What follows belongs to an exercise in optimizing a design on an open flow for small area, a short achievable clock period and few clock cycles per item; a production flow would make more cautious choices.
The RTL was checked by simulation tests, not by an equivalence proof against the original design.

### flow/config.mk
export PLATFORM = sky130hd
export DESIGN_NAME = kloile_enc
export DESIGN_NICKNAME = kloile_enc
export VERILOG_FILES = /design/flow/design.v
export SDC_FILE = /design/flow/constraint.sdc
export NUM_CORES = 8
export LEC_CHECK = 0
export ABC_AREA = 1
export CAP_MARGIN = 40
export CORE_MARGIN = 2
export CORE_UTILIZATION = 50
export PLACE_DENSITY = 0.65
export SLEW_MARGIN = 40
export SYNTH_HIERARCHICAL = 1
### flow/constraint.sdc
create_clock -name core_clock -period 22.0 [get_ports {clk}]
set_input_delay 4.4000 -clock core_clock [delete_from_list [all_inputs] [get_ports {clk}]]
set_output_delay 4.4000 -clock core_clock [all_outputs]
set_load 0.01 [all_outputs]
### flow/design.v
module kloile_mm4 #(parameter W = 13) (
    input  wire [W-1:0] a, b, c, d,
    output wire [W-1:0] mn, mx
);
    wire ab = ~(b < a), ac = ~(c < a), ad = ~(d < a);    
    wire bc = ~(c < b), bd = ~(d < b), cd = ~(d < c);
    wire na = ab & ac & ad, nb = ~ab & bc & bd, nc = ~ac & ~bc & cd;
    wire xa = ~ab & ~ac & ~ad, xb = ab & ~bc & ~bd, xc = ac & bc & ~cd;
    assign mn = na ? a : nb ? b : nc ? c : d;
    assign mx = xa ? a : xb ? b : xc ? c : d;
endmodule
module kloile_mn4 #(parameter W = 13) (
    input  wire [W-1:0] a, b, c, d,
    output wire [W-1:0] mn
);
    wire ab = ~(b < a), ac = ~(c < a), ad = ~(d < a);
    wire bc = ~(c < b), bd = ~(d < b), cd = ~(d < c);
    wire na = ab & ac & ad, nb = ~ab & bc & bd, nc = ~ac & ~bc & cd;
    assign mn = na ? a : nb ? b : nc ? c : d;
endmodule
module kloile_mx4 #(parameter W = 13) (
    input  wire [W-1:0] a, b, c, d,
    output wire [W-1:0] mx
);
    wire ab = ~(b < a), ac = ~(c < a), ad = ~(d < a);
    wire bc = ~(c < b), bd = ~(d < b), cd = ~(d < c);
    wire xa = ~ab & ~ac & ~ad, xb = ab & ~bc & ~bd, xc = ac & bc & ~cd;
    assign mx = xa ? a : xb ? b : xc ? c : d;
endmodule
module kloile_mx3 #(parameter W = 13) (
    input  wire [W-1:0] a, b, c,
    output wire [W-1:0] mx
);
    wire ab = ~(a < b), ac = ~(a < c), bc = ~(b < c);    
    assign mx = (ab & ac) ? a : (~ab & bc) ? b : c;
endmodule
module kloile_mm16 #(parameter W = 13) (
    input  wire [16*W-1:0] x,
    output wire [W-1:0]    mn,
    output wire [W-1:0]    mx
);
    wire [4*W-1:0] gmn, gmx;
    genvar i;
    generate
        for (i = 0; i < 4; i = i + 1) begin : g
            kloile_mm4 #(.W(W)) u (.a(x[(4*i)*W +: W]), .b(x[(4*i+1)*W +: W]),
                                   .c(x[(4*i+2)*W +: W]), .d(x[(4*i+3)*W +: W]),
                                   .mn(gmn[i*W +: W]), .mx(gmx[i*W +: W]));
        end
    endgenerate
    kloile_mn4 #(.W(W)) u_mn (.a(gmn[0 +: W]), .b(gmn[W +: W]), .c(gmn[2*W +: W]), .d(gmn[3*W +: W]), .mn(mn));
    kloile_mx4 #(.W(W)) u_mx (.a(gmx[0 +: W]), .b(gmx[W +: W]), .c(gmx[2*W +: W]), .d(gmx[3*W +: W]), .mx(mx));
endmodule
module kloile_mx16 #(parameter W = 13) (
    input  wire [16*W-1:0] x,
    output wire [W-1:0]    mx
);
    wire [4*W-1:0] gmx;
    genvar i;
    generate
        for (i = 0; i < 4; i = i + 1) begin : g
            kloile_mx4 #(.W(W)) u (.a(x[(4*i)*W +: W]), .b(x[(4*i+1)*W +: W]),
                                   .c(x[(4*i+2)*W +: W]), .d(x[(4*i+3)*W +: W]),
                                   .mx(gmx[i*W +: W]));
        end
    endgenerate
    kloile_mx4 #(.W(W)) u_mx (.a(gmx[0 +: W]), .b(gmx[W +: W]), .c(gmx[2*W +: W]), .d(gmx[3*W +: W]), .mx(mx));
endmodule
module kloile_dec #(parameter WY = 5, parameter WC = 11, parameter WG = 11, parameter WR = 12) (
    input  wire signed [WY-1:0] vy,
    input  wire signed [WC-1:0] vb,
    input  wire signed [WC-1:0] vr,
    input  wire [1:0]           t4,
    output wire [WG-1:0]        ng,      
    output wire [WR-1:0]        nr,
    output wire [WR-1:0]        nb
);
    localparam W = 13;
    wire [W-1:0] xb = {{(W-WC){vb[WC-1]}}, vb};
    wire [W-1:0] xr = {{(W-WC){vr[WC-1]}}, vr};
    wire [W-1:0] xt = {{(W-2){1'b0}}, ~t4};
    wire [W-1:0] us = xb ^ xr ^ xt;
    wire [W-1:0] uc = {((xb & xr) | (xb & xt) | (xr & xt)), 1'b0};
    wire         k  = (us[1] & uc[1]) | ((us[1] ^ uc[1]) & us[0] & uc[0]);
    wire [W-1:0] ah = ~{{2{us[W-1]}}, us[W-1:2]};
    wire [W-1:0] bh = ~{{2{uc[W-1]}}, uc[W-1:2]};
    wire [W-1:0] xy = {{(W-WY){vy[WY-1]}}, vy};
    wire [W-1:0] s1 = xy ^ ah ^ bh;
    wire [W-1:0] c1 = {((xy & ah) | (xy & bh) | (ah & bh)), 1'b1};
    wire [W-1:0] ci = {{(W-1){1'b0}}, ~k};
    assign ng = s1[WG-1:0] + c1[WG-1:0] + ci[WG-1:0];
    wire [W-1:0] s2 = s1 ^ c1 ^ xr;
    wire [W-1:0] c2 = {((s1 & c1) | (s1 & xr) | (c1 & xr)), 1'b0};
    assign nr = s2[WR-1:0] + c2[WR-1:0] + ci[WR-1:0];
    wire [W-1:0] s3 = s1 ^ c1 ^ xb;
    wire [W-1:0] c3 = {((s1 & c1) | (s1 & xb) | (c1 & xb)), 1'b0};
    assign nb = s3[WR-1:0] + c3[WR-1:0] + ci[WR-1:0];
endmodule
module kloile_key #(parameter WK = 12) (
    input  wire [WK-1:0] n,
    input  wire [11:0]   x,
    output wire [WK-1:0] key
);
    wire          s   = n[WK-1];
    wire [WK-2:0] mag = n[WK-2:0] ^ {(WK-1){s}};    
    wire [11:0]   bnd = x ^ {12{s}};                
    wire          sel = {{(13-WK){1'b0}}, mag} < bnd;
    assign key = {sel ? mag : bnd[WK-2:0], sel & s};
endmodule
module kloile_use1 (
    input  wire [11:0] km0,
    input  wire [10:0] km1,
    output wire        use1
);
    wire [12:0] ecmp = {2'b00, km1[10:1]} + {12'd0, km1[0]} + {2'b00, ~km0[11:1]} + {12'd0, ~km0[0]};
    assign use1 = ecmp[12:11] == 2'b00;
endmodule
module kloile_enc (
    input  wire         clk,
    input  wire         rst,
    input  wire         in_valid,
    output wire         in_ready,
    input  wire         in_k18,
    input  wire [575:0] in_pix,
    output wire         out_valid,
    input  wire         out_ready,
    output wire [383:0] out_word,
    output wire [11:0]  out_err
);
    genvar gi;
    localparam [3:0] S_IDLE = 4'd0, S_A = 4'd1, S_F = 4'd2, S_B = 4'd3, S_C = 4'd4;
    reg  [3:0]   st;
    reg  [2:0]   gc;            
    reg          k18;
    reg  [575:0] blk;
    reg          o_valid;
    reg  [319:0] o_body;
    reg  [50:0]  o_head;
    reg  [11:0]  o_err;
    assign in_ready  = (st == S_IDLE);
    assign out_valid = o_valid;
    assign out_word  = {o_body, 13'd0, o_head};
    assign out_err   = o_err;
    function [143:0] group(input [575:0] b, input [1:0] g);
        group = b[144*g +: 144];
    endfunction
    wire [1:0]   ga   = gc[1:0];
    wire [143:0] gpx  = group(blk, ga);
    wire [47:0]  gy;
    wire [51:0]  gb, gr;
    generate
        for (gi = 0; gi < 4; gi = gi + 1) begin : g_tr
            wire [11:0] r = gpx[36*gi +: 12];
            wire [11:0] g = gpx[36*gi + 12 +: 12];
            wire [11:0] b = gpx[36*gi + 24 +: 12];
            wire [13:0] s = {2'b00, r} + {1'b0, g, 1'b0} + {2'b00, b};
            assign gy[12*gi +: 12] = s[13:2];
            assign gb[13*gi +: 13] = {1'b0, b} + {1'b0, ~g} + 13'd1;    
            assign gr[13*gi +: 13] = {1'b0, r} + {1'b0, ~g} + 13'd1;    
        end
    endgenerate
    wire [11:0] gymn, gymx;
    wire [12:0] gbmn, gbmx, grmn, grmx;
    kloile_mm4 #(.W(12)) u_gy (.a(gy[0 +: 12]), .b(gy[12 +: 12]), .c(gy[24 +: 12]), .d(gy[36 +: 12]), .mn(gymn), .mx(gymx));
    kloile_mm4 #(.W(13)) u_gb (.a(gb[0 +: 13]), .b(gb[13 +: 13]), .c(gb[26 +: 13]), .d(gb[39 +: 13]), .mn(gbmn), .mx(gbmx));
    kloile_mm4 #(.W(13)) u_gr (.a(gr[0 +: 13]), .b(gr[13 +: 13]), .c(gr[26 +: 13]), .d(gr[39 +: 13]), .mn(grmn), .mx(grmx));
    reg [11:0] ymin, ymax;
    reg [12:0] bmin, bmax, rmin, rmax;      
    function [3:0] fit(input [12:0] span, input integer k);
        integer s;
        reg [15:0] t;
        begin
            t = 16'd0;
            for (s = 0; s < 12; s = s + 1)
                t[s] = (s == 0) ? (span > (1 << k) - 1)
                                : (span > (1 << (k + s)) - 1 - (1 << (s - 1)));
            fit[0] = (t[0] & ~t[1]) | (t[2] & ~t[3]) | (t[4] & ~t[5]) | (t[6] & ~t[7]) |
                     (t[8] & ~t[9]) | (t[10] & ~t[11]);
            fit[1] = (t[1] & ~t[3]) | (t[5] & ~t[7]) | (t[9] & ~t[11]);
            fit[2] = (t[3] & ~t[7]) | t[11];
            fit[3] = t[7];
        end
    endfunction
    function [11:0] lomask(input [3:0] s);
        integer j;
        for (j = 0; j < 12; j = j + 1) lomask[j] = (j + 1 < s);
    endfunction
    function [11:0] sgmask(input [3:0] s);
        integer j;
        for (j = 0; j < 12; j = j + 1) sgmask[j] = (j + 1 == s);
    endfunction
    wire [11:0] yspan = ymax - ymin;
    wire [12:0] bspan = bmax - bmin;
    wire [12:0] rspan = rmax - rmin;
    wire [3:0] fy0 = k18 ? fit({1'b0, yspan}, 8) : fit({1'b0, yspan}, 10);
    wire [3:0] fy1 = k18 ? fit({1'b0, yspan}, 6) : fit({1'b0, yspan}, 8);
    wire [3:0] fb0 = k18 ? fit(bspan, 3) : fit(bspan, 5);
    wire [3:0] fb1 = k18 ? fit(bspan, 4) : fit(bspan, 6);
    wire [3:0] fr0 = k18 ? fit(rspan, 3) : fit(rspan, 5);
    wire [3:0] fr1 = k18 ? fit(rspan, 4) : fit(rspan, 6);
    reg [3:0]  sy0, sy1, sb0, sb1, sr0, sr1;
    reg [11:0] ylo0, ysg0, ylo1, ysg1, blo0, bsg0, blo1, bsg1, rlo0, rsg0, rlo1, rsg1;
    reg  [151:0] bd;            
    reg  [143:0] bpx;           
    reg  [1:0]   bg;            
    reg          bvalid;
    wire [151:0] gd;
    generate
        for (gi = 0; gi < 4; gi = gi + 1) begin : g_d
            wire [11:0] dy = gy[12*gi +: 12] - ymin;
            wire [12:0] db = gb[13*gi +: 13] - bmin;
            wire [12:0] dr = gr[13*gi +: 13] - rmin;
            assign gd[38*gi +: 38] = {dr, db, dy};
        end
    endgenerate
    function [11:0] sx(input [11:0] d, input [11:0] lo, input [11:0] sg);
        reg s;
        integer j;
        begin
            s = |(d & sg);
            for (j = 0; j < 12; j = j + 1) sx[j] = lo[j] ? d[j] : s;
        end
    endfunction
    wire [47:0] k0g;
    wire [43:0] k1g;
    wire [99:0] zg;
    generate
        for (gi = 0; gi < 4; gi = gi + 1) begin : g_px
            wire [11:0] r  = bpx[36*gi +: 12];
            wire [11:0] g  = bpx[36*gi + 12 +: 12];
            wire [11:0] b  = bpx[36*gi + 24 +: 12];
            wire [11:0] dy = bd[38*gi +: 12];
            wire [12:0] db = bd[38*gi + 12 +: 13];
            wire [12:0] dr = bd[38*gi + 25 +: 13];
            wire [1:0]  t4 = r[1:0] + b[1:0] + {g[0], 1'b0};
            wire [11:0] vy0 = sx(dy, ylo0, ysg0), vy1 = sx(dy, ylo1, ysg1);
            wire [11:0] vb0 = sx(db[11:0], blo0, bsg0), vb1 = sx(db[11:0], blo1, bsg1);
            wire [11:0] vr0 = sx(dr[11:0], rlo0, rsg0), vr1 = sx(dr[11:0], rlo1, rsg1);
            wire [10:0] ng0;
            wire [11:0] nr0, nb0;
            wire [9:0]  ng1;
            wire [10:0] nr1, nb1;
            kloile_dec #(.WY(5), .WC(11), .WG(11), .WR(12)) u_d0 (
                .vy(vy0[4:0]), .vb(vb0[10:0]), .vr(vr0[10:0]), .t4(t4), .ng(ng0), .nr(nr0), .nb(nb0));
            kloile_dec #(.WY(7), .WC(10), .WG(10), .WR(11)) u_d1 (
                .vy(vy1[6:0]), .vb(vb1[9:0]), .vr(vr1[9:0]), .t4(t4), .ng(ng1), .nr(nr1), .nb(nb1));
            wire [11:0] kr0, kb0;
            wire [10:0] kg0, kr1, kb1;
            wire [9:0]  kg1;
            kloile_key #(.WK(12)) u_kr0 (.n(nr0), .x(r), .key(kr0));
            kloile_key #(.WK(11)) u_kg0 (.n(ng0), .x(g), .key(kg0));
            kloile_key #(.WK(12)) u_kb0 (.n(nb0), .x(b), .key(kb0));
            kloile_key #(.WK(11)) u_kr1 (.n(nr1), .x(r), .key(kr1));
            kloile_key #(.WK(10)) u_kg1 (.n(ng1), .x(g), .key(kg1));
            kloile_key #(.WK(11)) u_kb1 (.n(nb1), .x(b), .key(kb1));
            kloile_mx3 #(.W(12)) u_m0 (.a(kr0), .b({1'b0, kg0}), .c(kb0), .mx(k0g[12*gi +: 12]));
            kloile_mx3 #(.W(11)) u_m1 (.a(kr1), .b({1'b0, kg1}), .c(kb1), .mx(k1g[11*gi +: 11]));
            wire [12:0] zy = {dy, 1'b0} >> sy0;
            wire [13:0] zb = {db, 1'b0} >> sb1;
            wire [13:0] zr = {dr, 1'b0} >> sr1;
            assign zg[25*gi +: 25] = {zr[6:0], zb[6:0], zy[10:0]};
        end
    endgenerate
    wire [11:0] gk0;
    wire [10:0] gk1;
    kloile_mx4 #(.W(12)) u_gk0 (.a(k0g[0 +: 12]), .b(k0g[12 +: 12]), .c(k0g[24 +: 12]), .d(k0g[36 +: 12]), .mx(gk0));
    kloile_mx4 #(.W(11)) u_gk1 (.a(k1g[0 +: 11]), .b(k1g[11 +: 11]), .c(k1g[22 +: 11]), .d(k1g[33 +: 11]), .mx(gk1));
    reg [11:0]  km0;
    reg [10:0]  km1;
    reg [399:0] zbuf;
    wire [11:0] emax0 = {1'b0, km0[11:1]} + km0[0];
    wire [11:0] emax1 = {2'b00, km1[10:1]} + km1[0];
    wire        use1  = emax1 < emax0;
    wire [2:0] ey1 = sy1[2:0] - sy0[2:0];
    wire [1:0] eb0 = sb0[1:0] - sb1[1:0];
    wire [1:0] er0 = sr0[1:0] - sr1[1:0];
    wire [159:0] qy0f;
    wire [127:0] qy1f;
    wire [79:0]  qb0f, qr0f;
    wire [95:0]  qb1f, qr1f;
    generate
        for (gi = 0; gi < 16; gi = gi + 1) begin : g_q
            wire [24:0] z  = zbuf[25*gi +: 25];
            wire [10:0] zy = z[10:0];
            wire [6:0]  zb = z[17:11];
            wire [6:0]  zr = z[24:18];
            wire [10:0] qy0 = ({1'b0, zy[10:1]} + zy[0]);
            wire [10:0] zy1 = zy >> ey1;
            wire [8:0]  qy1 = ({1'b0, zy1[8:1]} + zy1[0]);
            wire [6:0]  qb1 = ({1'b0, zb[6:1]} + zb[0]);
            wire [6:0]  qr1 = ({1'b0, zr[6:1]} + zr[0]);
            wire [6:0]  zb0 = zb >> eb0;
            wire [6:0]  zr0 = zr >> er0;
            wire [5:0]  qb0 = ({1'b0, zb0[5:1]} + zb0[0]);
            wire [5:0]  qr0 = ({1'b0, zr0[5:1]} + zr0[0]);
            assign qy0f[10*gi +: 10] = qy0[9:0];
            assign qy1f[8*gi +: 8]   = qy1[7:0];
            assign qb0f[5*gi +: 5]   = qb0[4:0];
            assign qr0f[5*gi +: 5]   = qr0[4:0];
            assign qb1f[6*gi +: 6]   = qb1[5:0];
            assign qr1f[6*gi +: 6]   = qr1[5:0];
        end
    endgenerate
    function [319:0] pack(input integer ky, input integer kc, input integer wy, input integer wc,
                          input [159:0] qy, input [95:0] qb, input [95:0] qr);
        integer i, j, pos;
        reg [319:0] w;
        begin
            w = 320'd0;
            pos = 0;
            for (i = 0; i < 16; i = i + 1)
                for (j = 0; j < ky; j = j + 1) begin
                    w[pos] = qy[wy*i + j];
                    pos = pos + 1;
                end
            for (i = 0; i < 16; i = i + 1)
                for (j = 0; j < kc; j = j + 1) begin
                    w[pos] = qb[wc*i + j];
                    pos = pos + 1;
                end
            for (i = 0; i < 16; i = i + 1)
                for (j = 0; j < kc; j = j + 1) begin
                    w[pos] = qr[wc*i + j];
                    pos = pos + 1;
                end
            pack = w;
        end
    endfunction
    wire [319:0] b24_0 = pack(10, 5, 10, 5, qy0f, {16'd0, qb0f}, {16'd0, qr0f});
    wire [319:0] b18_0 = pack(8,  3, 10, 5, qy0f, {16'd0, qb0f}, {16'd0, qr0f});
    wire [319:0] b24_1 = pack(8,  6, 8,  6, {32'd0, qy1f}, qb1f, qr1f);
    wire [319:0] b18_1 = pack(6,  4, 8,  6, {32'd0, qy1f}, qb1f, qr1f);
    wire [319:0] body  = use1 ? (k18 ? b18_1 : b24_1) : (k18 ? b18_0 : b24_0);
    wire o_free = ~o_valid | out_ready;
    always @(posedge clk) begin
        if (rst) begin
            st      <= S_IDLE;
            gc      <= 3'd0;
            bvalid  <= 1'b0;
            o_valid <= 1'b0;
        end else begin
            if (out_ready)
                o_valid <= 1'b0;
            case (st)
                S_IDLE: if (in_valid) begin
                    st <= S_A;
                    gc <= 3'd0;
                end
                S_A: begin
                    gc <= gc + 3'd1;
                    if (gc == 3'd3) st <= S_F;
                end
                S_F: begin
                    st <= S_B;
                    gc <= 3'd0;
                end
                S_B: begin
                    gc     <= gc + 3'd1;
                    bvalid <= (gc != 3'd4);
                    if (gc == 3'd4) st <= S_C;
                end
                S_C: if (o_free) begin
                    st      <= S_IDLE;
                    o_valid <= 1'b1;
                end
                default: st <= S_IDLE;
            endcase
        end
    end
    always @(posedge clk) begin
        if (st == S_IDLE) begin
            blk <= in_pix;
            k18 <= in_k18;
        end
        if (st == S_A) begin
            ymin <= (gc == 3'd0 || gymn < ymin) ? gymn : ymin;
            ymax <= (gc == 3'd0 || gymx > ymax) ? gymx : ymax;
            bmin <= (gc == 3'd0 || gbmn < bmin) ? gbmn : bmin;
            bmax <= (gc == 3'd0 || gbmx > bmax) ? gbmx : bmax;
            rmin <= (gc == 3'd0 || grmn < rmin) ? grmn : rmin;
            rmax <= (gc == 3'd0 || grmx > rmax) ? grmx : rmax;
        end
        if (st == S_F) begin
            sy0 <= fy0; sy1 <= fy1; sb0 <= fb0; sb1 <= fb1; sr0 <= fr0; sr1 <= fr1;
            ylo0 <= lomask(fy0); ysg0 <= sgmask(fy0); ylo1 <= lomask(fy1); ysg1 <= sgmask(fy1);
            blo0 <= lomask(fb0); bsg0 <= sgmask(fb0); blo1 <= lomask(fb1); bsg1 <= sgmask(fb1);
            rlo0 <= lomask(fr0); rsg0 <= sgmask(fr0); rlo1 <= lomask(fr1); rsg1 <= sgmask(fr1);
        end
        if (st == S_B) begin
            bd  <= gd;
            bpx <= gpx;
            bg  <= ga;
            if (bvalid) begin
                km0 <= (bg == 2'd0 || gk0 > km0) ? gk0 : km0;
                km1 <= (bg == 2'd0 || gk1 > km1) ? gk1 : km1;
                zbuf[100*bg +: 100] <= zg;
            end
        end
        if (st == S_C && o_free) begin
            o_head <= use1 ? {sr1, rmin ^ 13'h1000, sb1, bmin ^ 13'h1000, sy1, ymin, 1'b1}
                           : {sr0, rmin ^ 13'h1000, sb0, bmin ^ 13'h1000, sy0, ymin, 1'b0};
            o_body <= body;
            o_err  <= use1 ? emax1 : emax0;
        end
    end
endmodule
### flow/flow/run.sh
#!/bin/bash
set -euo pipefail
MARGIN=${MARGIN:-11}
KNOBS="MAX_REPAIR_ANTENNAS_ITER_DRT=10 MAX_REPAIR_ANTENNAS_ITER_GRT=10"
sed "s#CLKGATE_MAP_FILE= #CLKGATE_MAP_FILE= SETUP_SLACK_MARGIN=${MARGIN} TNS_END_PERCENT=100 ${KNOBS} #" standard.sh > standard_cts.sh
sed "s#CLKGATE_MAP_FILE= #CLKGATE_MAP_FILE= SETUP_SLACK_MARGIN=${MARGIN} TNS_END_PERCENT=0 ${KNOBS} #" standard.sh > standard_route.sh
grep -q "TNS_END_PERCENT=100" standard_cts.sh
grep -q "TNS_END_PERCENT=0" standard_route.sh
bash standard_cts.sh cts > flow_cts.log 2>&1
bash standard_route.sh > flow_route.log 2>&1
### flow/standard.sh
#!/bin/bash
# synth_recipe.tcl (not shown) runs the flow's synth.tcl, then flattens the netlist and writes it again
# the make line also repeats each setting of config.mk as NAME=value (left out here)
make -C /OpenROAD-flow-scripts/flow DESIGN_CONFIG=/design/flow/config.mk WORK_HOME=/design/flow/orfs CLKGATE_MAP_FILE= SYNTH_SCRIPT=/design/flow/synth_recipe.tcl "${@:-finish}"
==> results.json, run 1 <==
{
  "status": "timing/DRC/antenna clean",
  "post_drt_via_cell_ratio": 6.217,
  "critPathKind": "flip-flop to flip-flop",
  "hp-class": "flip-flop to flip-flop",
  "synth_cell_types": 80,
  "htree_levels": 4,
  "synth-seq-cells": 1895,
  "fp.dieH_um": 618.9,
  "detail_route.wirelength_mm": 979.3,
  "core_sq_mm": 0.3761,
  "cts_tree": "yes",
  "period_share_pct": 49.13,
  "synthAdderAreaFrac_pct": 15.21,
  "grt_max_degree": 168,
  "synth_mux_area_share_pct": 0.6195,
  "syn_area_per_cell_sq_um": 7.390,
  "finalHoldViolCount": 0,
  "crit_fanout": 13,
  "dp_hpwl_mm": 797.3,
  "dr.pass1.iters": 10,
  "grt-ovfl-total": 0,
  "grt_pass1_wl_mm": 1328,
  "clock_latency_ps": 1020,
  "gp_congestion": 1.144,
  "cts_made_buffers": 215,
  "holdPathEnd": "o_head[19]",
  "slew_viol_final": 0,
  "nFillCells": 34550,
  "drive_gt1_share_pct": 8.798,
  "async_flop_share_pct": 0,
  "rsz0062_at_grt": "true",
  "required_ps": 22620,
  "setup_viol": 0,
  "skew_ps": 116.1,
  "nets": 29090,
  "clock_sinks": 1895,
  "crit_arrival_ps": 11430,
  "relSlewSlack_pct": 24.10,
  "hold_path_depth": 0,
  "multi_input_area_sq_mm": 0.1194,
  "synth_top_family_by_area": "simple AND/OR/NAND/NOR gates",
  "ios": 979,
  "yosys.area_share.simple_pct": 26.26,
  "maxCapViolCount": 0,
  "die_area_sq_mm": 0.3830,
  "grt_util_all_layers_pct": 49.17,
  "antenna_found_initial": 145,
  "drt_iter0_drc": 30910,
  "period_needed_ps": 10810,
  "synth_seq_area_share_pct": 30.06,
  "rrSetupSlack_ps": 11190,
  "startpoint_type": "flip-flop",
  "placementRows": 225,
  "drc": 0,
  "reg2reg_from": "bd[14]",
  "tightestPinTransition_ps": 1135,
  "clock_path_buffers": 4,
  "synth-edff-count": 1887,
  "clock-root-buffer": "clkbuf_16",
  "final.setup.tns_ps": 0,
  "die_x_um": 618.9,
  "seq_area_sq_mm": 0.05683,
  "synth_cells": 25580,
  "crit_top_cell": "nand2_1",
  "ys_warn_count": 7,
  "cp_top_family": "simple AND/OR/NAND/NOR gates",
  "netlist_area_sq_mm": 0.1890,
  "clk_pin_slew_ps": 80,
  "reg2reg_to": "km0[5]",
  "crit_path_top_delay_cell": "fa_1",
  "cpPeakStageDelay_ps": 520,
  "start_util_pct": 50.26,
  "drtAntennaViolNets": 0,
  "wire_per_inst_um": 30.94,
  "cp-end-kind": "flip-flop",
  "synth_compound_area_share_pct": 12.77,
  "syn_to_final_growth_pct": 15.46,
  "vias": 196800,
  "crit_buf_inv": 13,
  "max_freq_mhz": 92.52,
  "synth_xor_area_share_pct": 5.934,
  "ff2ff_path_depth": 65,
  "grt_pass1_vias": 176700,
  "min_from": "bmin[2]",
  "ys.flop_type": "edfxtp_1",
  "portBuffers": 964
}
==> worst max path at each step <==
stage                       start  slack, ps  endpoint  cells after the start
after CTS                  bd[56]      11000    km1[4]                     62
after global routing       bd[14]      10740    km0[5]                     70
after global placement    bd[104]       8140    km1[6]                     69
after detailed placement  bd[103]       8620    km1[5]                     69
after floorplan             st[0]       8870  in_ready                      3
final                      bd[14]      11190    km0[5]                     65
==> per-stage QoR <==
step / hold slack, ps / worst slack [ps] / cell area, sq um / cells / util, %
after floorplan: 426.4 / 8874 / 189200 / 25630 / -
after global placement: 431.9 / 8143 / 203300 / 30890 / 54.06
after detailed placement: 438.5 / 8618 / 204500 / 30920 / 54.37
after CTS: 455.4 / 11000 / 213900 / 31410 / 56.88
after global routing: 464.4 / 10740 / 218200 / 31610 / 58.00
final: 449.5 / 11190 / 218300 / 31660 / 58.04
==> synthesized netlist by cell type, types with 328 or more instances <==
master	instances	area share, %
nand2_1	7272	14
inv_1	3060	6.1
o21ai_0	2132	5.6
nand3_1	2040	5.4
edfxtp_1	1887	30
ha_1	1793	12
nor2_1	1384	2.7
a21oi_1	966	2.6
xor2_1	955	4.4
clkbuf_1	566	1.1
o211ai_1	331	1.3
nand4_1	328	1.1
==> cell families (layout without fill, tap and decap cells) <==
kind of cell | Yosys count | in the layout
xor+xnor | 1274 | 1274
buf+inv | 4251 | 5186
other cells | 1 | 130
mux | 117 | 117
flops | 1895 | 1895
fa+ha+maj | 2109 | 2109
compound gates | 4261 | 4261
simple gates | 11670 | 11690
==> flip-flops by register name, indices dropped and copies added (netlist names), 11 cells and up <==
signal  flops
bd        152
blk       576
blo0       11
bmax       13
bmin       13
bpx       144
bsg0       12
bsg1       12
km0        12
km1        11
o_body    320
o_err      12
o_head     50
rlo0       11
rmax       13
rmin       13
rsg0       12
rsg1       12
ymax       12
ymin       12
zbuf      400
==> placed cells by master, fill, tap and decap left out, types with 86 or more instances in the layout <==
master / n
nor2_1: 1346
xor2_1: 822
nand2_4: 101
a21oi_1: 953
inv_2: 155
nand2_2: 179
xor2_2: 118
mux2i_1: 116
nand4_1: 328
ha_1: 1723
o211ai_1: 331
o22ai_1: 182
nand2_1: 7141
inv_1: 2951
o21ai_0: 1968
diode_2: 86
clkbuf_16: 230
xnor2_1: 295
edfxtp_1: 1887
o21ai_1: 226
nor2_2: 121
nor3_1: 87
clkdlybuf4s50_1: 964
buf_4: 526
nand3_1: 2016
fa_1: 310
==> area by class of cell <==
| cell class | instances | area share, % |
|---|---|---|
| Clock inverter | 158 | 0.8627 |
| Tap cell | 4994 | 2.863 |
| Clock buffer | 236 | 2.501 |
| Sequential cell | 1895 | 26.04 |
| Multi-Input combinational cell | 19490 | 54.71 |
| Timing Repair Buffer | 1626 | 7.405 |
| Inverter | 3166 | 5.526 |
| Antenna cell | 86 | 0.09859 |
==> timing repair <==
| action | in CTS | in global routing |
|---|---|---|
| cloned | 6 | 24 |
| hold endpoints to repair | 0 | 0 |
| gates resized for setup | 287 | 548 |
| hold buffers | 0 | 0 |
| pin swaps | 38 | 59 |
| setup endpoints to repair | 58 | 99 |
| buffers inserted | 91 | 124 |
==> worst register-to-register path, delay by kind of cell (launching register included) <==
kind | cells | cell delay [ps]
AND/OR/NAND/NOR | 34 | 3810
adder cells (fa/ha/maj) | 8 | 2940
buffers and inverters | 13 | 1670
AO/OA/AOI/OAI | 9 | 1350
flip-flops | 1 | 450
XOR/XNOR | 1 | 220
==> routing by layer <==
| metal | up-vias | wire length [um] | GRT usage, % |
|---|---|---|---|
| li1 | 86960 | - | - |
| met1 | 91600 | 349900 | 60.58 |
| met2 | 14780 | 383600 | 68.08 |
| met3 | 3399 | 141700 | 17.76 |
| met4 | 62 | 103600 | 41.36 |
| met5 | - | 612 | 0.4040 |
Testbench counts, summed over its fixed seeds: cycles 15,368, items 1,280.
==> run 2: changes to the inputs <==
--- a/flow/design.v
+++ b/flow/design.v
@@ -128,24 +128,27 @@
     output wire [11:0]  out_err
 );
     genvar gi;
-    localparam [3:0] S_IDLE = 4'd0, S_A = 4'd1, S_F = 4'd2, S_B = 4'd3, S_C = 4'd4;
-    reg  [3:0]   st;
-    reg  [2:0]   gc;            
-    reg          k18;
-    reg  [575:0] blk;
+    localparam [1:0] A_IDLE = 2'd0, A_RUN = 2'd1, A_FIT = 2'd2;
+    localparam [1:0] B_IDLE = 2'd0, B_RUN = 2'd1, B_OUT = 2'd2;
+    reg  [1:0]   sta, stb;
+    reg  [1:0]   gca;           
+    reg  [2:0]   gcb;           
+    reg          k18a, k18;
+    reg  [575:0] blka, blk;
     reg          o_valid;
     reg  [319:0] o_body;
     reg  [50:0]  o_head;
     reg  [11:0]  o_err;
-    assign in_ready  = (st == S_IDLE);
+    assign in_ready  = (sta == A_IDLE);
     assign out_valid = o_valid;
     assign out_word  = {o_body, 13'd0, o_head};
     assign out_err   = o_err;
     function [143:0] group(input [575:0] b, input [1:0] g);
         group = b[144*g +: 144];
     endfunction
-    wire [1:0]   ga   = gc[1:0];
+    wire [1:0]   ga   = gcb[1:0];
     wire [143:0] gpx  = group(blk, ga);
+    wire [143:0] apx  = group(blka, gca);
     wire [47:0]  gy;
     wire [51:0]  gb, gr;
     generate
@@ -159,13 +162,28 @@
             assign gr[13*gi +: 13] = {1'b0, r} + {1'b0, ~g} + 13'd1;    
         end
     endgenerate
+    wire [47:0]  ay;
+    wire [51:0]  ab, ar;
+    generate
+        for (gi = 0; gi < 4; gi = gi + 1) begin : g_tra
+            wire [11:0] r = apx[36*gi +: 12];
+            wire [11:0] g = apx[36*gi + 12 +: 12];
+            wire [11:0] b = apx[36*gi + 24 +: 12];
+            wire [13:0] s = {2'b00, r} + {1'b0, g, 1'b0} + {2'b00, b};
+            assign ay[12*gi +: 12] = s[13:2];
+            assign ab[13*gi +: 13] = {1'b0, b} + {1'b0, ~g} + 13'd1;
+            assign ar[13*gi +: 13] = {1'b0, r} + {1'b0, ~g} + 13'd1;
+        end
+    endgenerate
     wire [11:0] gymn, gymx;
     wire [12:0] gbmn, gbmx, grmn, grmx;
-    kloile_mm4 #(.W(12)) u_gy (.a(gy[0 +: 12]), .b(gy[12 +: 12]), .c(gy[24 +: 12]), .d(gy[36 +: 12]), .mn(gymn), .mx(gymx));
-    kloile_mm4 #(.W(13)) u_gb (.a(gb[0 +: 13]), .b(gb[13 +: 13]), .c(gb[26 +: 13]), .d(gb[39 +: 13]), .mn(gbmn), .mx(gbmx));
-    kloile_mm4 #(.W(13)) u_gr (.a(gr[0 +: 13]), .b(gr[13 +: 13]), .c(gr[26 +: 13]), .d(gr[39 +: 13]), .mn(grmn), .mx(grmx));
-    reg [11:0] ymin, ymax;
-    reg [12:0] bmin, bmax, rmin, rmax;      
+    kloile_mm4 #(.W(12)) u_gy (.a(ay[0 +: 12]), .b(ay[12 +: 12]), .c(ay[24 +: 12]), .d(ay[36 +: 12]), .mn(gymn), .mx(gymx));
+    kloile_mm4 #(.W(13)) u_gb (.a(ab[0 +: 13]), .b(ab[13 +: 13]), .c(ab[26 +: 13]), .d(ab[39 +: 13]), .mn(gbmn), .mx(gbmx));
+    kloile_mm4 #(.W(13)) u_gr (.a(ar[0 +: 13]), .b(ar[13 +: 13]), .c(ar[26 +: 13]), .d(ar[39 +: 13]), .mn(grmn), .mx(grmx));
+    reg [11:0] yamn, yamx;                  
+    reg [12:0] bamn, bamx, ramn, ramx;      
+    reg [11:0] ymin;                        
+    reg [12:0] bmin, rmin;
     function [3:0] fit(input [12:0] span, input integer k);
         integer s;
         reg [15:0] t;
@@ -189,15 +207,15 @@
         integer j;
         for (j = 0; j < 12; j = j + 1) sgmask[j] = (j + 1 == s);
     endfunction
-    wire [11:0] yspan = ymax - ymin;
-    wire [12:0] bspan = bmax - bmin;
-    wire [12:0] rspan = rmax - rmin;
-    wire [3:0] fy0 = k18 ? fit({1'b0, yspan}, 8) : fit({1'b0, yspan}, 10);
-    wire [3:0] fy1 = k18 ? fit({1'b0, yspan}, 6) : fit({1'b0, yspan}, 8);
-    wire [3:0] fb0 = k18 ? fit(bspan, 3) : fit(bspan, 5);
-    wire [3:0] fb1 = k18 ? fit(bspan, 4) : fit(bspan, 6);
-    wire [3:0] fr0 = k18 ? fit(rspan, 3) : fit(rspan, 5);
-    wire [3:0] fr1 = k18 ? fit(rspan, 4) : fit(rspan, 6);
+    wire [11:0] yspan = yamx - yamn;
+    wire [12:0] bspan = bamx - bamn;
+    wire [12:0] rspan = ramx - ramn;
+    wire [3:0] fy0 = k18a ? fit({1'b0, yspan}, 8) : fit({1'b0, yspan}, 10);
+    wire [3:0] fy1 = k18a ? fit({1'b0, yspan}, 6) : fit({1'b0, yspan}, 8);
+    wire [3:0] fb0 = k18a ? fit(bspan, 3) : fit(bspan, 5);
+    wire [3:0] fb1 = k18a ? fit(bspan, 4) : fit(bspan, 6);
+    wire [3:0] fr0 = k18a ? fit(rspan, 3) : fit(rspan, 5);
+    wire [3:0] fr1 = k18a ? fit(rspan, 4) : fit(rspan, 6);
     reg [3:0]  sy0, sy1, sb0, sb1, sr0, sr1;
     reg [11:0] ylo0, ysg0, ylo1, ysg1, blo0, bsg0, blo1, bsg1, rlo0, rsg0, rlo1, rsg1;
     reg  [151:0] bd;            
@@ -331,62 +349,81 @@
     wire [319:0] b24_1 = pack(8,  6, 8,  6, {32'd0, qy1f}, qb1f, qr1f);
     wire [319:0] b18_1 = pack(6,  4, 8,  6, {32'd0, qy1f}, qb1f, qr1f);
     wire [319:0] body  = use1 ? (k18 ? b18_1 : b24_1) : (k18 ? b18_0 : b24_0);
-    wire o_free = ~o_valid | out_ready;
+    wire o_free  = ~o_valid | out_ready;
+    wire b_take  = (stb == B_IDLE) | ((stb == B_OUT) & o_free);
+    wire handoff = (sta == A_FIT) & b_take;
     always @(posedge clk) begin
         if (rst) begin
-            st      <= S_IDLE;
-            gc      <= 3'd0;
+            sta     <= A_IDLE;
+            stb     <= B_IDLE;
+            gca     <= 2'd0;
+            gcb     <= 3'd0;
             bvalid  <= 1'b0;
             o_valid <= 1'b0;
         end else begin
-            if (out_ready)
-                o_valid <= 1'b0;
-            case (st)
-                S_IDLE: if (in_valid) begin
-                    st <= S_A;
-                    gc <= 3'd0;
+            case (sta)
+                A_IDLE: if (in_valid) begin
+                    sta <= A_RUN;
+                    gca <= 2'd0;
                 end
-                S_A: begin
-                    gc <= gc + 3'd1;
-                    if (gc == 3'd3) st <= S_F;
+                A_RUN: begin
+                    gca <= gca + 2'd1;
+                    if (gca == 2'd3) sta <= A_FIT;
                 end
-                S_F: begin
-                    st <= S_B;
-                    gc <= 3'd0;
+                A_FIT: if (b_take) sta <= A_IDLE;
+                default: sta <= A_IDLE;
+            endcase
+            if (out_ready)
+                o_valid <= 1'b0;
+            case (stb)
+                B_IDLE: if (handoff) begin
+                    stb    <= B_RUN;
+                    gcb    <= 3'd0;
+                    bvalid <= 1'b0;
                 end
-                S_B: begin
-                    gc     <= gc + 3'd1;
-                    bvalid <= (gc != 3'd4);
-                    if (gc == 3'd4) st <= S_C;
+                B_RUN: begin
+                    gcb    <= gcb + 3'd1;
+                    bvalid <= (gcb != 3'd4);
+                    if (gcb == 3'd4) stb <= B_OUT;
                 end
-                S_C: if (o_free) begin
-                    st      <= S_IDLE;
+                B_OUT: if (o_free) begin
                     o_valid <= 1'b1;
+                    if (handoff) begin
+                        stb    <= B_RUN;
+                        gcb    <= 3'd0;
+                        bvalid <= 1'b0;
+                    end else
+                        stb <= B_IDLE;
                 end
-                default: st <= S_IDLE;
+                default: stb <= B_IDLE;
             endcase
         end
     end
     always @(posedge clk) begin
-        if (st == S_IDLE) begin
-            blk <= in_pix;
-            k18 <= in_k18;
-        end
-        if (st == S_A) begin
-            ymin <= (gc == 3'd0 || gymn < ymin) ? gymn : ymin;
-            ymax <= (gc == 3'd0 || gymx > ymax) ? gymx : ymax;
-            bmin <= (gc == 3'd0 || gbmn < bmin) ? gbmn : bmin;
-            bmax <= (gc == 3'd0 || gbmx > bmax) ? gbmx : bmax;
-            rmin <= (gc == 3'd0 || grmn < rmin) ? grmn : rmin;
-            rmax <= (gc == 3'd0 || grmx > rmax) ? grmx : rmax;
-        end
-        if (st == S_F) begin
+        if (sta == A_IDLE) begin
+            blka <= in_pix;
+            k18a <= in_k18;
+        end
+        if (sta == A_RUN) begin
+            yamn <= (gca == 2'd0 || gymn < yamn) ? gymn : yamn;
+            yamx <= (gca == 2'd0 || gymx > yamx) ? gymx : yamx;
+            bamn <= (gca == 2'd0 || gbmn < bamn) ? gbmn : bamn;
+            bamx <= (gca == 2'd0 || gbmx > bamx) ? gbmx : bamx;
+            ramn <= (gca == 2'd0 || grmn < ramn) ? grmn : ramn;
+            ramx <= (gca == 2'd0 || grmx > ramx) ? grmx : ramx;
+        end
+        if (handoff) begin
+            blk  <= blka;
+            k18  <= k18a;
+            ymin <= yamn;
+            bmin <= bamn;
+            rmin <= ramn;
             sy0 <= fy0; sy1 <= fy1; sb0 <= fb0; sb1 <= fb1; sr0 <= fr0; sr1 <= fr1;
             ylo0 <= lomask(fy0); ysg0 <= sgmask(fy0); ylo1 <= lomask(fy1); ysg1 <= sgmask(fy1);
             blo0 <= lomask(fb0); bsg0 <= sgmask(fb0); blo1 <= lomask(fb1); bsg1 <= sgmask(fb1);
             rlo0 <= lomask(fr0); rsg0 <= sgmask(fr0); rlo1 <= lomask(fr1); rsg1 <= sgmask(fr1);
         end
-        if (st == S_B) begin
+        if (stb == B_RUN) begin
             bd  <= gd;
             bpx <= gpx;
             bg  <= ga;
@@ -396,7 +433,7 @@
                 zbuf[100*bg +: 100] <= zg;
             end
         end
-        if (st == S_C && o_free) begin
+        if (stb == B_OUT && o_free) begin
             o_head <= use1 ? {sr1, rmin ^ 13'h1000, sb1, bmin ^ 13'h1000, sy1, ymin, 1'b1}
                            : {sr0, rmin ^ 13'h1000, sb0, bmin ^ 13'h1000, sy0, ymin, 1'b0};
             o_body <= body;
==> results.json, run 2 <==
{
  "synth_seq_area_share_pct": 34.75,
  "final_common_cell": "nand2_1",
  "wire_per_inst_um": 31.15,
  "busiest_layer": "met2",
  "met1_usage_pct": 55.84,
  "detail_route.wirelength_mm": 1080,
  "start_util_pct": 50.29,
  "setup_viol": 0,
  "ys_warn_count": 7,
  "grt_pass1_wl_mm": 1464,
  "dp_slack_ps": 9029,
  "crit_top_cell": "nand2_1",
  "cpPeakStageDelay_ps": 580,
  "clk_pin_slew_ps": 60,
  "clock_path_buffers": 4,
  "ff2ff_path_depth": 42,
  "grt_util_all_layers_pct": 47.09,
  "yosys.area.top_type_share_pct": 34.65,
  "setup_ws_ps": 11120,
  "crit_arrival_ps": 11600,
  "min_from": "blka[323]",
  "slew_viol_final": 0,
  "post-synth-top-count-cell": "nand2_1",
  "relSlewSlack_pct": 25.96,
  "dp_hpwl_mm": 877.6,
  "grt_pass1_vias": 193900,
  "critPathLaunch": "gca[1]",
  "syn_area_per_cell_sq_um": 7.822,
  "grt_util_met3_pct": 17.40,
  "clock_latency_ps": 1050,
  "die_x_um": 662.5,
  "ys.flop_type": "edfxtp_1",
  "drc": 0,
  "nets": 31460,
  "hp-class": "flip-flop to flip-flop",
  "status": "timing/DRC/antenna clean",
  "grt-ovfl-total": 0,
  "period_share_pct": 49.46,
  "synth_cell_types": 83,
  "synth_top_area_cell": "edfxtp_1",
  "synth-seq-cells": 2513,
  "vias": 213000,
  "cp-end-kind": "flip-flop",
  "required_ps": 22710,
  "cts_made_buffers": 291,
  "grt_use_met2_pct": 67.61,
  "grt_max_degree": 194,
  "cts_hold_buf": 0,
  "maxCapViolCount": 0,
  "antenna_found_initial": 179,
  "synth.area.top_cells": "edfxtp_1 35%, nand2_1 13%, ha_1 11%",
  "tightestPinTransition_ps": 1103,
  "async_flop_share_pct": 0,
  "clock_sinks": 2513,
  "cts_tree": "yes",
  "hold_path_depth": 0,
  "crit_fanout": 74,
  "drive_gt1_share_pct": 8.710,
  "placementRows": 241,
  "gp_congestion": 1.200,
  "synth_common_cells": "7617 x nand2_1, 3355 x inv_1, 2502 x edfxtp_1",
  "drt_iter0_drc": 31950,
  "syn_to_final_growth_pct": 14.97,
  "path_depth": 42,
  "fp.dieH_um": 662.5,
  "rsz0062_at_grt": "true",
  "cp_top_family": "compound AO/OA/AOI/OAI gates",
  "portBuffers": 964,
  "netlist_area_sq_mm": 0.2168,
  "htree_levels": 5,
  "post_drt_via_cell_ratio": 6.146,
  "synth_cells": 27720,
  "period_needed_ps": 10880,
  "final.setup.tns_ps": 0,
  "startpoint_type": "flip-flop",
  "max_freq_mhz": 91.90,
  "layout_common_cells": "7478 x nand2_1, 3244 x inv_1, 2502 x edfxtp_1",
  "skew_ps": 115.3,
  "finalHoldViolCount": 0,
  "reg_top3": "blk: 576 flops, blka: 576 flops, zbuf: 400 flops",
  "clock-root-buffer": "clkbuf_16",
  "reg2reg_from": "gca[1]",
  "dr.pass1.iters": 10,
  "die_area_sq_mm": 0.4390,
  "crit_path_top_delay_cell": "buf_4",
  "drtAntennaViolNets": 0,
  "core_sq_mm": 0.4312,
  "ios": 979,
  "crit_buf_inv": 9,
  "synth-edff-count": 2502,
  "critPathKind": "flip-flop to flip-flop"
}
run 2: changes by cell type after synthesis, moves of 26 or more:
cell,before,now
o22ai_1,192,243
a21oi_1,966,1121
ha_1,1793,1838
inv_1,3060,3355
clkbuf_1,566,619
a32oi_1,45,143
buf_1,132,169
nand2_1,7272,7617
nand3_1,2040,2014
fa_1,316,452
o21ai_0,2132,2308
edfxtp_1,1887,2502
o211ai_1,331,258
nor2_1,1384,1557
run 2: logic make-up (layout without fill, tap and decap cells):
kind of cell	Yosys count	in the layout	synth area share, %
other cells	1	179	0.001729
flops	2513	2513	34.75
simple gates	12170	12190	23.74
xor+xnor	1293	1293	5.250
fa+ha+maj	2290	2290	14.78
buf+inv	4644	5680	8.649
mux	119	119	0.5493
compound gates	4688	4688	12.28
run 2: final timing paths:
kind              endpoint  slack, ps
setup / recovery   ramn[5]      11120
hold / removal    blk[323]        410
setup reg to reg   ramn[5]      11120
hold reg to reg   blk[323]        410
run 2: through the flow:
step	area, sq um	hold WS, ps	instances	utilization [%]
floorplan	217000	420.7	27760	-
global placement	232100	422.3	33700	53.83
detailed placement	233000	428.4	33730	54.03
CTS	244400	403.4	34330	56.67
global route	249100	418.2	34580	57.77
finish	249300	408.7	34660	57.82
run 2: worst reg2reg max path, delay by kind of cell (launching register included):
kind	cells	cell delay (ps)
AO/OA/AOI/OAI	14	3400
XOR/XNOR	1	410
adder cells (fa/ha/maj)	3	960
buffers and inverters	9	3400
flip-flops	1	480
AND/OR/NAND/NOR	15	1890
run 2: timing repair:
item                                    4_1_cts  5_1_grt
resized for setup                           259      600
pin swaps                                    36       79
endpoints found under the setup margin       59       81
gates cloned                                  4       31
setup buffers                                83      148
run 2: routing by layer:
metal	vias up	wire length, um
li1	94640	-
met1	100500	381200
met2	14280	439400
met3	3547	144600
met4	96	113700
met5	-	1020
run 2: cell type report:
class	count	area, sq um
Sequential cell	2513	75370
Antenna cell	135	337.8
Tap cell	5710	7144
Clock inverter	183	2095
Inverter	3463	13160
Timing Repair Buffer	1696	16380
Fill cell	39570	181900
Clock buffer	338	7532
Multi-Input combinational cell	20620	127300
Testbench counts of run 2, summed over its fixed seeds: cycles 7,736, items 1,280.
==> run 3: changes to the inputs <==
--- a/flow/flow/run.sh
+++ b/flow/flow/run.sh
@@ -1,6 +1,6 @@
 #!/bin/bash
 set -euo pipefail
-MARGIN=${MARGIN:-11}
+MARGIN=${MARGIN:-12.5}
 KNOBS="MAX_REPAIR_ANTENNAS_ITER_DRT=10 MAX_REPAIR_ANTENNAS_ITER_GRT=10"
 sed "s#CLKGATE_MAP_FILE= #CLKGATE_MAP_FILE= SETUP_SLACK_MARGIN=${MARGIN} TNS_END_PERCENT=100 ${KNOBS} #" standard.sh > standard_cts.sh
 sed "s#CLKGATE_MAP_FILE= #CLKGATE_MAP_FILE= SETUP_SLACK_MARGIN=${MARGIN} TNS_END_PERCENT=0 ${KNOBS} #" standard.sh > standard_route.sh
==> results.json, run 3 <==
{
  "clock_latency_ps": 1020,
  "grt-ovfl-total": 0,
  "crit_fanout": 11,
  "nets": 31510,
  "die_x_um": 662.5,
  "cpPeakStageDelay_ps": 580,
  "timing.hold.ws_ps": 402.6,
  "synth.area.top_cells": "edfxtp_1 35%, nand2_1 13%, ha_1 11%",
  "synth_top_area_cell": "edfxtp_1",
  "period_needed_ps": 10510,
  "setup_viol": 0,
  "relSlewSlack_pct": 26.27,
  "wire_per_inst_um": 31.19,
  "grt_pass1_vias": 196200,
  "start_util_pct": 50.29,
  "finalHoldViolCount": 0,
  "dpl_cell_area_sq_mm": 0.2330,
  "placementRows": 241,
  "cts_tree": "yes",
  "drive_gt1_share_pct": 9.422,
  "finish.instance_area_sq_mm": 0.2515,
  "status": "timing/DRC/antenna clean",
  "post_drt_via_cell_ratio": 6.163,
  "rsz0062_at_grt": "true",
  "startpoint_type": "flip-flop",
  "clock_path_buffers": 4,
  "gp_congestion": 1.200,
  "synth-edff-count": 2502,
  "synth_cells": 27720,
  "detail_route.wirelength_mm": 1083,
  "fp.dieH_um": 662.5,
  "core_sq_mm": 0.4312,
  "cts_hold_buf": 0,
  "drt_iter0_drc": 32760,
  "critPathKind": "flip-flop to flip-flop",
  "die_area_sq_mm": 0.4390,
  "dr.pass1.iters": 9,
  "ios": 979,
  "post-synth-top-count-cell": "nand2_1",
  "crit_arrival_ps": 11150,
  "crit_path_top_delay_cell": "fa_2",
  "portBuffers": 964,
  "cts_made_buffers": 291,
  "maxCapViolCount": 0,
  "dr_wl_met2_mm": 441.5,
  "synth_cell_types": 83,
  "final.setup.tns_ps": 0,
  "top_layer": "met5",
  "dp_slack_ps": 9029,
  "max_freq_mhz": 95.15,
  "ys_warn_count": 7,
  "syn_to_final_growth_pct": 15.98,
  "layout_common_cells": "7448 x nand2_1, 3221 x inv_1, 2502 x edfxtp_1",
  "synth_seq_area_share_pct": 34.75,
  "ys.flop_type": "edfxtp_1",
  "yosys.area.top_type_share_pct": 34.65,
  "clock_sinks": 2513,
  "clk_pin_slew_ps": 70,
  "htree_levels": 5,
  "met1_length_mm": 381.7,
  "nFillCells": 39340,
  "met3_wirelength_mm": 144.3,
  "grt_util_all_layers_pct": 47.52,
  "period_share_pct": 47.77,
  "syn_area_per_cell_sq_um": 7.822,
  "vias": 214000,
  "drc": 0,
  "reg_top3": "blk: 576 flops, blka: 576 flops, zbuf: 400 flops",
  "final_cell_count_no_fill": 34730,
  "dp_hpwl_mm": 877.6,
  "final_common_cell": "nand2_1",
  "skew_ps": 111.9,
  "clock-root-buffer": "clkbuf_16",
  "required_ps": 22640,
  "hp-class": "flip-flop to flip-flop",
  "place_inst": 33730,
  "slew_viol_final": 0,
  "grt_pass1_wl_mm": 1479,
  "synth_common_cells": "7617 x nand2_1, 3355 x inv_1, 2502 x edfxtp_1",
  "crit_top_cell": "nand2_1",
  "antenna_found_initial": 187,
  "grt_max_degree": 194,
  "tightestPinTransition_ps": 1098,
  "async_flop_share_pct": 0,
  "netlist_area_sq_mm": 0.2168,
  "drtAntennaViolNets": 0,
  "cp-end-kind": "flip-flop",
  "setup_ws_ps": 11490,
  "synth-seq-cells": 2513
}
run 3: metrics by stage:
step           util, %
5_1_grt          58.27
4_1_cts          57.91
6_report         58.32
3_3_place_gp     53.83
3_5_place_dp     54.03
2_1_floorplan        -
run 3: cell families after synthesis:
kind of cell	after synthesis	synth area share, %
AO/OA/AOI/OAI	4688	12.28
flip-flops	2513	34.75
other	1	0.001729
buffers and inverters	4644	8.649
AND/OR/NAND/NOR	12170	23.74
adder cells (fa/ha/maj)	2290	14.78
multiplexers	119	0.5493
XOR/XNOR	1293	5.250
run 3: repair_timing:
action / CTS / global route
cloned: 40 / 7
pin swaps: 135 / 43
gates resized for setup: 977 / 130
setup buffers: 232 / 40
endpoints found under the setup margin: 122 / 122
run 3: per-layer routing:
layer  GRT usage [%]  vias to the layer above
li1                -                    94730
met1           56.30                   101100
met2           68.47                    14600
met3           17.08                     3517
met4           40.46                       94
met5          0.2062                        -
run 3: final timing paths:
path                            cells after the start       from  endpoint  slack (ps)
worst min-delay path                                0  blka[170]  blk[170]         400
worst max register to register                     64     bd[52]    km1[0]       11490
worst max-delay path                               64     bd[52]    km1[0]       11490
worst min register to register                      0  blka[170]  blk[170]         400
run 3: cell type report:
class	instances	area [sq um]	share of cell area [%]
clock inverter	183	2095	0.8329
timing repair buffer	1742	17180	6.833
tap	5710	7144	2.841
clock buffer	338	7532	2.995
inverter	3463	13200	5.248
multi-input combinational	20630	128600	51.14
sequential	2513	75370	29.97
antenna	146	365.4	0.1453
run 3: critical path: cells and delay by family, from the launching register on:
kind            cells  cell delay, ps
compound gates     13            1800
fa+ha+maj           8            3020
buf+inv             9            1450
flops               1             420
simple gates       33            3300
xor+xnor            1             170

## what the ideal ports hide
The flow's constraints put no driver on any port. The routed layouts listed below were extracted and timed again, unchanged, in two steps.
Step 1 sets driving cells, clkbuf_16 on the clock port and buf_2 on the other inputs (assumed; they add their load-dependent delay and slew).
Step 2 adds t to the input delays and takes it off the output delays; t is the mean of the earliest and latest rising clock arrival at the registers after step 1. Input paths then give back, and output paths get back, about the clock's delay inside the block.
a / b / c = ideal / step 1 / step 2; a / b = the first two.
run	t (ns)	slack for setup (ns)	worst setup path at the end	cell pins on the clock port's net
run 1	1.103	11.192 / 11.192 / 11.192	register to register	1
run 2	1.123	11.118 / 11.118 / 11.118	register to register	1
run 3	1.101	11.490 / 11.490 / 11.490	register to register	1
After both steps setup and hold are still met in every run listed.
